Context: an optimization exercise on an open-source flow, tuned for small area, a short achievable clock period and few clock cycles. The choices shown serve that exercise and are no tape-out recipe.
At most, simulation tests tie the RTL to the original design; equivalence was not proved.

north:
## aes_core
module aes_core (
    input  wire         clk,
    input  wire         rst,
    input  wire         in_valid,
    output reg          in_ready,
    input  wire         in_aes256,
    input  wire [255:0] in_key,
    input  wire [127:0] in_block,
    output reg          out_valid,
    output reg  [127:0] out_block
);
Size: ~6500 cells after synthesis, ~520 I/O pins, about 60000 µm² of cells after synthesis.
clock: 11.5 ns
lec_check: 0
cap_margin: 30
core_margin: 2
core_utilization: 55
cts_cluster_diameter: 100
cts_cluster_size: 20
slew_margin: 30
tns_end_percent: 100
standard.sh (not shown) runs the stock make flow with config.mk's settings and CLKGATE_MAP_FILE= SYNTH_SCRIPT=/design/flow/synth_recipe.tcl, a recipe that flattens the netlist after the stock synthesis.
==> flow/flow/run.sh <==
#!/bin/bash
# Layout flow: the standard flow with three changes to how the layout is
# made (the design, constraints and checks are unchanged):
#  - synthesis is the standard flow's own synthesis script, except that ABC maps the
#    logic with flow/abc.script (area-oriented mapping, no buffering or
#    sizing: the placer's repair does that with real wire loads). Registers
#    are mapped before ABC runs, so they are the standard synthesis's.
#  - repair_timing aims for 8.1 ns of setup slack beyond the constraint;
#  - the port buffers are buf_2 cells.
set -e
here=$PWD
{
  echo 'proc abc {args} {'
  echo '  set i [lsearch -exact $args -script]'
  echo "  if {\$i >= 0} { lset args [expr {\$i + 1}] $here/flow/abc.script }"
  echo '  yosys abc {*}$args'
  echo '}'
  cat synth_recipe.tcl
} > my_synth.tcl
args=(SYNTH_SCRIPT=$here/my_synth.tcl SETUP_SLACK_MARGIN=8.1
      "BUFFER_PORTS_ARGS=-buffer_cell sky130_fd_sc_hd__buf_2")
bash standard.sh synth "${args[@]}" > synth.log 2>&1
bash standard.sh finish "${args[@]}" > standard.log 2>&1
==> flow/flow/abc.script <==
&get -n
&st
&synch2
&dch
&nf -R 1000
&put
north did not stop at any stage, and its layout met the timing, design-rule and antenna checks.
Testbench counts of north, summed over its fixed seeds: cycles 66,868.
> inputs changed (north -> south)
Settings: TNS_END_PERCENT: 100 -> 10.
==> flow/flow/run.sh <==
#!/bin/bash
# The standard layout (standard synthesis unchanged), with two changes to how
# it is made: repair_timing aims for 8.2 ns of setup slack beyond the
# constraint, and the port buffers are buf_2 cells.
bash standard.sh finish SETUP_SLACK_MARGIN=8.2 \
  "BUFFER_PORTS_ARGS=-buffer_cell sky130_fd_sc_hd__buf_2" > standard.log 2>&1
removed: flow/flow/abc.script
Notes after the runs:
- Going from north to south, routability congestion estimate from global placement grows by about 3%.
- In south, the length in cells of the worst reg-to-reg path came out 1 above the value in north.
- Compare south and north | amount of wire on met3 after detailed routing lower: north
- For the share of the synthesized area in compound gates (AO/OA/AOI/OAI), south came in 0.43 points higher than north did.
- When the final numbers for south and north were put side by side, the minimum period implied by the final worst setup slack turned out to be greater in north.
- Taking north as the reference, in south global-route wire length before repair went up 21000 µm; chip height picked up an extra about 2%; fraction of registers with async set or reset after synthesis level.
- south improves on north in worst-case setup margin in the final layout.

* * *

== job 8137 ==
Starting RTL as in the previous note.
Settings: LEC_CHECK=0, CAP_MARGIN=30, CORE_MARGIN=2, CORE_UTILIZATION=55, CTS_CLUSTER_DIAMETER=100, CTS_CLUSTER_SIZE=20, SLEW_MARGIN=30, TNS_END_PERCENT=10; clock period 11.5 ns.
==> flow/flow/run.sh <==
#!/bin/bash
# Layout flow: the standard flow with three changes to how the layout is
# made (the design, constraints and checks are unchanged):
#  - synthesis is the standard flow's own synthesis script, except that ABC maps the
#    logic with flow/abc.script (area-oriented mapping, no buffering or
#    sizing: the placer's repair does that with real wire loads). Registers
#    are mapped before ABC runs, so they are the standard synthesis's.
#  - repair_timing aims for 8.35 ns of setup slack beyond the constraint;
#  - the port buffers are buf_2 cells.
set -e
here=$PWD
{
  echo 'proc abc {args} {'
  echo '  set i [lsearch -exact $args -script]'
  echo "  if {\$i >= 0} { lset args [expr {\$i + 1}] $here/flow/abc.script }"
  echo '  yosys abc {*}$args'
  echo '}'
  cat synth_recipe.tcl
} > my_synth.tcl
args=(SYNTH_SCRIPT=$here/my_synth.tcl SETUP_SLACK_MARGIN=8.35
      "BUFFER_PORTS_ARGS=-buffer_cell sky130_fd_sc_hd__buf_2")
bash standard.sh synth "${args[@]}" > synth.log 2>&1
bash standard.sh finish "${args[@]}" > standard.log 2>&1
==> flow/flow/abc.script <==
&get -n
&st
&synch2
&dch
&nf -R 1000
&put
Looking at the reports, job 8137 completed the entire flow and the layout it produced met the timing, design-rule and antenna checks.
Testbench counts of job 8137, summed over its fixed seeds: cycles 66,868.
The inputs of job 8723 differ from those of job 8137 as listed below.
==> flow/flow/run.sh <==
#!/bin/bash
# The standard layout (standard synthesis unchanged), with two changes to how
# it is made: repair_timing aims for 8.35 ns of setup slack beyond the
# constraint, and the port buffers are buf_2 cells.
bash standard.sh finish SETUP_SLACK_MARGIN=8.35 \
  "BUFFER_PORTS_ARGS=-buffer_cell sky130_fd_sc_hd__buf_2" > standard.log 2>&1
removed: flow/flow/abc.script
### Flow results
Job 8723 ended with less final critical delay including setup and external delays than job 8137. Wire length on met2 was lower in the run labelled job 8137. As far as setup-violating endpoint count in the final report goes, job 8137 and job 8723 are indistinguishable; the numbers are identical. Job 8137 → job 8723: die area saw an increase; first-pass GRT wire length saw an increase; flip-flop and latch count saw little to no change.
> inputs changed (job 8723 -> job 3534)
- TNS_END_PERCENT now 40, was 10
==> flow/flow/run.sh <==
#!/bin/bash
# Layout flow: the standard flow with three changes to how the layout is
# made (the design, constraints and checks are unchanged):
#  - synthesis is the standard flow's own synthesis script, except that ABC maps the
#    logic with flow/abc.script (area-oriented mapping, no buffering or
#    sizing: the placer's repair does that with real wire loads). Registers
#    are mapped before ABC runs, so they are the standard synthesis's.
#  - repair_timing aims for 8.2 ns of setup slack beyond the constraint;
#  - the port buffers are buf_2 cells.
set -e
here=$PWD
{
  echo 'proc abc {args} {'
  echo '  set i [lsearch -exact $args -script]'
  echo "  if {\$i >= 0} { lset args [expr {\$i + 1}] $here/flow/abc.script }"
  echo '  yosys abc {*}$args'
  echo '}'
  cat synth_recipe.tcl
} > my_synth.tcl
args=(SYNTH_SCRIPT=$here/my_synth.tcl SETUP_SLACK_MARGIN=8.2
      "BUFFER_PORTS_ARGS=-buffer_cell sky130_fd_sc_hd__buf_2")
bash standard.sh synth "${args[@]}" > synth.log 2>&1
bash standard.sh finish "${args[@]}" > standard.log 2>&1
==> flow/flow/abc.script (new file) <==
&get -n
&st
&synch2
&dch
&nf -R 1000
&put
### Flow results
- Critical path's slowest cell: sky130_fd_sc_hd__dfxtp_2 -> job 8723, sky130_fd_sc_hd__dfxtp_4 -> job 3534
- Of job 3534 and job 8723, job 3534 shows the higher sequential share of layout area, with job 8723 below it.
- Comparing job 3534 and job 8723, the higher post-detailed-placement cell area was measured on job 8723.
- Compared with job 8723, job 3534 shows number of global-route vias before repair lower by 1218.
Input-level comparison between job 3055 and job 3534:
- a change of TNS_END_PERCENT from 40 to 10
diff --git a/flow/flow/run.sh b/flow/flow/run.sh
--- a/flow/flow/run.sh
+++ b/flow/flow/run.sh
@@ -8 +8 @@
-#  - repair_timing aims for 8.2 ns of setup slack beyond the constraint;
+#  - repair_timing aims for 8.35 ns of setup slack beyond the constraint;
@@ -20 +20 @@
-args=(SYNTH_SCRIPT=$here/my_synth.tcl SETUP_SLACK_MARGIN=8.2
+args=(SYNTH_SCRIPT=$here/my_synth.tcl SETUP_SLACK_MARGIN=8.35
==> flow/flow/abc.script <==
&get -n
&st
&dch
&nf -R 1000
&put
Findings:
In job 3055, count of clock-buffer cells in the layout is higher than in job 3534. Per the final summary, job 3055 finished and its layout is clean on timing, DRC and antenna. Compared with job 3534, job 3055 shows via-per-instance ratio that has gone down by a few percent. Sequential cell area share, job 3055 and job 3534, lower one = job 3055.
### job 3055 -> job 4350
- CORE_UTILIZATION now 65, was 55
==> flow/flow/run.sh <==
#!/bin/bash
# The standard layout (standard synthesis unchanged), with two changes to how
# it is made: repair_timing aims for 8.35 ns of setup slack beyond the
# constraint, and the port buffers are buf_2 cells.
bash standard.sh finish SETUP_SLACK_MARGIN=8.35 \
  "BUFFER_PORTS_ARGS=-buffer_cell sky130_fd_sc_hd__buf_2" > standard.log 2>&1
removed: flow/flow/abc.script
Findings:
- | proportion of cell area spent on the clock network | job 3055 vs job 4350 | ≈ equal |
- The final instance area on job 4350 is in line with that on job 3055.
- Job 4350: no failed stages, no open violations at the end
- Job 3055 finished every step from synthesis to the final layout, and the layout passed the timing, design-rule and antenna checks.
- Comparing job 4350 with job 3055, the sequential cell area in the final layout came out essentially unchanged.
- Job 4350 and job 3055 ended up with nearly the same fmax.
- Going from job 3055 to job 4350, worst-case hold slack grows by 10 ps.
- Against job 3055 as the reference, job 4350 delivers a lower die outline area.

* * *

aes_core, a different RTL version from the one above (not shown whole).
Size: roughly 6900 cells after synthesis, about 760 flip-flops, ~520 I/O pins.
==> flow/design.v (excerpt) <==
module aes_core (
    input  wire         clk,
    input  wire         rst,
    input  wire         in_valid,
    output reg          in_ready,
    input  wire         in_aes256,
    input  wire [255:0] in_key,
    input  wire [127:0] in_block,
    output reg          out_valid,
    output reg  [127:0] out_block
);
clock: 11.5 ns
lec_check: 0
cap_margin: 30
core_margin: 2
core_utilization: 50
slew_margin: 30
==> flow/flow/run.sh <==
#!/bin/bash
# The standard layout, with repair_timing asked for 7.5 ns of setup slack
# beyond the constraint.
bash standard.sh finish SETUP_SLACK_MARGIN=7.5 > standard.log 2>&1
==> next run, changes <==
==> flow/flow/run.sh (replaced) <==
#!/bin/bash
# The standard layout, with repair_timing asked for 8.5 ns of setup slack
# beyond the constraint.
bash standard.sh finish SETUP_SLACK_MARGIN=8.5 > standard.log 2>&1
Settings changed: CORE_UTILIZATION 50 to 60.
What happened: The new run died in global routing (5_1_grt) on DPL-0038. Synthesized cell count stays the same. Area after synthesis does not change.
No functional check of the RTL was part of any run of this note.

* * *

aes_core, a different RTL version from the one above (not shown whole).
Size: roughly 6800 cells after synthesis, roughly 520 I/O pins, ~63000 um2 of cells after synthesis.
Settings: LEC_CHECK=0, CAP_MARGIN=30, CORE_MARGIN=2, CORE_UTILIZATION=55, CTS_CLUSTER_DIAMETER=100, CTS_CLUSTER_SIZE=20, SLEW_MARGIN=30, TNS_END_PERCENT=10; clock period 11.5 ns.
==> flow/flow/run.sh <==
#!/bin/bash
# The standard layout (standard synthesis unchanged), with two changes to how
# it is made: repair_timing aims for 8.4 ns of setup slack beyond the
# constraint, and the port buffers are buf_2 cells.
bash standard.sh finish SETUP_SLACK_MARGIN=8.4 \
  "BUFFER_PORTS_ARGS=-buffer_cell sky130_fd_sc_hd__buf_2" > standard.log 2>&1
The starting point went through all stages and came out clean.
Next try:
--- a/flow/flow/run.sh
+++ b/flow/flow/run.sh
@@ -3 +3 @@
-# it is made: repair_timing aims for 8.4 ns of setup slack beyond the
+# it is made: repair_timing aims for 8.2 ns of setup slack beyond the
@@ -5 +5 @@
-bash standard.sh finish SETUP_SLACK_MARGIN=8.4 \
+bash standard.sh finish SETUP_SLACK_MARGIN=8.2 \
Effect: Final area barely changes. Final cell count is about the same. Via count is about the same. Worst setup slack is better by 7.0 ps.
Function was not checked in any run of this note: the RTL went through the layout flow alone.

* * *

aes_core, a different RTL version from the one above (not shown whole).
For scale: roughly 7300 cells after synthesis, roughly 950 flip-flops, ~520 I/O pins, about 64000 sq um of cells after synthesis.
==> flow/config.mk <==
export PLATFORM = sky130hd
export DESIGN_NAME = aes_core
export DESIGN_NICKNAME = aes_core
export VERILOG_FILES = /design/flow/design.v
export SDC_FILE = /design/flow/constraint.sdc
export NUM_CORES = 8
export LEC_CHECK = 0
export CAP_MARGIN = 30
export CORE_MARGIN = 2
export CORE_UTILIZATION = 50
export CTS_CLUSTER_DIAMETER = 100
export CTS_CLUSTER_SIZE = 20
export SLEW_MARGIN = 30
export TNS_END_PERCENT = 10
==> flow/constraint.sdc <==
create_clock -name core_clock -period 11.5 [get_ports {clk}]
set_input_delay 2.3000 -clock core_clock [delete_from_list [all_inputs] [get_ports {clk}]]
set_output_delay 2.3000 -clock core_clock [all_outputs]
set_load 0.01 [all_outputs]
==> flow/flow/run.sh <==
#!/bin/bash
# The standard layout (standard synthesis unchanged), with two changes to how
# it is made: repair_timing aims for 7.95 ns of setup slack beyond the
# constraint, and the port buffers are buf_2 cells.
bash standard.sh finish SETUP_SLACK_MARGIN=7.95 \
  "BUFFER_PORTS_ARGS=-buffer_cell sky130_fd_sc_hd__buf_2" > standard.log 2>&1
Edit:
- CORE_UTILIZATION: 50 -> 60
Synthesized area stays the same.
Cell count goes down by 2.9%.
Clock skew hardly moves.
Function was not checked in any run of this note: the RTL went through the layout flow alone.

* * *

aes_core, a different RTL version from the one above (not shown whole).
Size in the first run: about 6,100 cells after synthesis, roughly 950 flip-flops, roughly 520 I/O pins, roughly 59,000 um2 of cells after synthesis.
clock: 11.5 ns
lec_check: 0
cap_margin: 30
core_margin: 2
core_utilization: 55
cts_cluster_diameter: 100
cts_cluster_size: 26
slew_margin: 30
tns_end_percent: 10
==> flow/flow/run.sh <==
#!/bin/bash
# Layout flow: the standard flow with three changes to how the layout is
# made (the design, constraints and checks are unchanged):
#  - synthesis is the standard flow's own synthesis script, except that ABC maps the
#    logic with flow/abc.script (area-oriented mapping, no buffering or
#    sizing: the placer's repair does that with real wire loads). Registers
#    are mapped before ABC runs, so they are the standard synthesis's.
#  - repair_timing aims for 8.35 ns of setup slack beyond the constraint;
#  - the port buffers are buf_2 cells;
#  - clock tree buffers are at most 150 um apart.
set -e
here=$PWD
{
  echo 'proc abc {args} {'
  echo '  set i [lsearch -exact $args -script]'
  echo "  if {\$i >= 0} { lset args [expr {\$i + 1}] $here/flow/abc.script }"
  echo '  yosys abc {*}$args'
  echo '}'
  cat synth_recipe.tcl
} > my_synth.tcl
args=(SYNTH_SCRIPT=$here/my_synth.tcl SETUP_SLACK_MARGIN=8.35
      "BUFFER_PORTS_ARGS=-buffer_cell sky130_fd_sc_hd__buf_2"
      CTS_BUF_DISTANCE=150)
bash standard.sh synth "${args[@]}" > synth.log 2>&1
bash standard.sh finish "${args[@]}" > standard.log 2>&1
==> flow/flow/abc.script <==
&get -n
&st
&dch
&nf -R 1000
&put
Testbench counts at the start, summed over its fixed seeds: cycles 66,868.
Then changed:
==> flow/flow/run.sh (replaced) <==
#!/bin/bash
# The standard layout (standard synthesis unchanged), with two changes to how
# it is made: repair_timing aims for 8.35 ns of setup slack beyond the
# constraint, and the port buffers are buf_2 cells.
bash standard.sh finish SETUP_SLACK_MARGIN=8.35 \
  "BUFFER_PORTS_ARGS=-buffer_cell sky130_fd_sc_hd__buf_2" > standard.log 2>&1
- CTS_CLUSTER_SIZE: 26 -> 20
removed: flow/flow/abc.script
Synthesized cell count is higher by about 20%.
Final cell count is higher by 15%.
Die area is higher by about 15%.
Global-route usage is higher by 0.93 points.
Final area is higher by 12%.
Non-clock buffer count is higher by 10.
Area after synthesis is higher by 15%.
Sequential share of layout area is lower by 3.3 points.
Utilization is lower by 1.7 points.
Then changed:
==> flow/flow/run.sh (replaced) <==
#!/bin/bash
# Layout flow: the standard flow with three changes to how the layout is
# made (the design, constraints and checks are unchanged):
#  - synthesis is the standard flow's own synthesis script, except that ABC maps the
#    logic with flow/abc.script (area-oriented mapping, no buffering or
#    sizing: the placer's repair does that with real wire loads). Registers
#    are mapped before ABC runs, so they are the standard synthesis's.
#  - repair_timing aims for 8.35 ns of setup slack beyond the constraint;
#  - the port buffers are buf_2 cells;
#  - clock tree buffers are at most 150 um apart.
set -e
here=$PWD
{
  echo 'proc abc {args} {'
  echo '  set i [lsearch -exact $args -script]'
  echo "  if {\$i >= 0} { lset args [expr {\$i + 1}] $here/flow/abc.script }"
  echo '  yosys abc {*}$args'
  echo '}'
  cat synth_recipe.tcl
} > my_synth.tcl
args=(SYNTH_SCRIPT=$here/my_synth.tcl SETUP_SLACK_MARGIN=8.35
      "BUFFER_PORTS_ARGS=-buffer_cell sky130_fd_sc_hd__buf_2"
      CTS_BUF_DISTANCE=150)
bash standard.sh synth "${args[@]}" > synth.log 2>&1
bash standard.sh finish "${args[@]}" > standard.log 2>&1
==> flow/flow/abc.script (new file) <==
&get -n
&st
&dch
&nf -R 1000
&put
Result: Via count came out lower by 20%. First-iteration DRC count came out lower by 41%. Wire length came out lower by 16%. Cell count came out lower by about 13%. Worst hold slack gets better by 0.0034 ns. Worst setup slack gets better by 0.052 ns. Area after synthesis came out lower by about 13%. Non-clock buffer count came out lower by 8. Final area came out lower by about 11%.
Then changed:
--- a/flow/flow/run.sh
+++ b/flow/flow/run.sh
@@ -7,6 +7,5 @@
 #    are mapped before ABC runs, so they are the standard synthesis's.
 #  - repair_timing aims for 8.35 ns of setup slack beyond the constraint;
-#  - the port buffers are buf_2 cells;
-#  - clock tree buffers are at most 150 um apart.
+#  - the port buffers are buf_2 cells.
 set -e
 here=$PWD
@@ -20,6 +19,5 @@
 } > my_synth.tcl
 args=(SYNTH_SCRIPT=$here/my_synth.tcl SETUP_SLACK_MARGIN=8.35
-      "BUFFER_PORTS_ARGS=-buffer_cell sky130_fd_sc_hd__buf_2"
-      CTS_BUF_DISTANCE=150)
+      "BUFFER_PORTS_ARGS=-buffer_cell sky130_fd_sc_hd__buf_2")
 bash standard.sh synth "${args[@]}" > synth.log 2>&1
 bash standard.sh finish "${args[@]}" > standard.log 2>&1
What happened:
- global-route usage is about the same
- die area stays the same
- setup slack gets worse by 0.036 ns
- via count hardly moves
- clock-buffer cell count does not change
- utilization stays flat
- final area is about the same
- cell count barely changes
- synthesized cell count does not change
- register-to-register slack gets better by 0.02 ns

what the ideal ports hide:
How much do the figures lean on ideal ports? The routed layouts below were timed once more, with nothing changed but the port constraints.
Step 1 assumes that a clkbuf_16 drives the clock port and a buf_2 every other input.
Step 2 also shifts input and output timing later by t, the mid clock arrival at the registers, as if the neighbouring blocks saw the same clock.
Slacks: no drivers / after step 1 / after step 2; pairs: no drivers / after step 1.
| run | shift t [ns] | setup WS [ns] | worst register clock-pin slew, ns |
|---|---|---|---|
| north | 0.768 | 7.961 / 7.883 / 7.566 | 0.10 / 0.10 |
| south | 0.770 | 7.978 / 7.901 / 7.805 | 0.10 / 0.10 |
| job 8137 | 0.768 | 7.942 / 7.869 / 7.527 | 0.11 / 0.11 |
| job 8723 | 0.770 | 7.991 / 7.914 / 7.768 | 0.10 / 0.10 |
| job 3534 | 0.766 | 7.928 / 7.851 / 7.379 | 0.10 / 0.10 |
| job 3055 | 0.764 | 7.982 / 7.905 / 7.638 | 0.10 / 0.10 |
| job 4350 | 0.762 | 7.991 / 7.914 / 7.915 | 0.10 / 0.10 |
| the first run of note 3 | 0.781 | 7.253 / 7.253 / 6.682 | 0.07 / 0.07 |
| the first run of note 4 | 0.770 | 7.814 / 7.847 / 7.076 | 0.10 / 0.10 |
| the second run of note 4 | 0.788 | 7.821 / 7.854 / 7.068 | 0.10 / 0.10 |
| the first run of note 5 | 0.790 | 7.743 / 7.663 / 7.067 | 0.10 / 0.10 |
| the second run of note 5 | 0.782 | 7.787 / 7.704 / 7.073 | 0.10 / 0.10 |
| the first run of note 6 | 0.718 | 7.933 / 7.912 / 7.656 | 0.12 / 0.12 |
| the second run of note 6 | 0.800 | 7.936 / 7.851 / 7.586 | 0.10 / 0.10 |
| the third run of note 6 | 0.736 | 7.989 / 7.914 / 7.588 | 0.10 / 0.10 |
| the fourth run of note 6 | 0.770 | 7.953 / 7.879 / 7.575 | 0.10 / 0.10 |
After both steps every run listed still meets setup and hold. For the second run of note 4, which loses most, drivers alone change the setup slack by +0.033 ns; drivers and shift together by -0.753 ns.
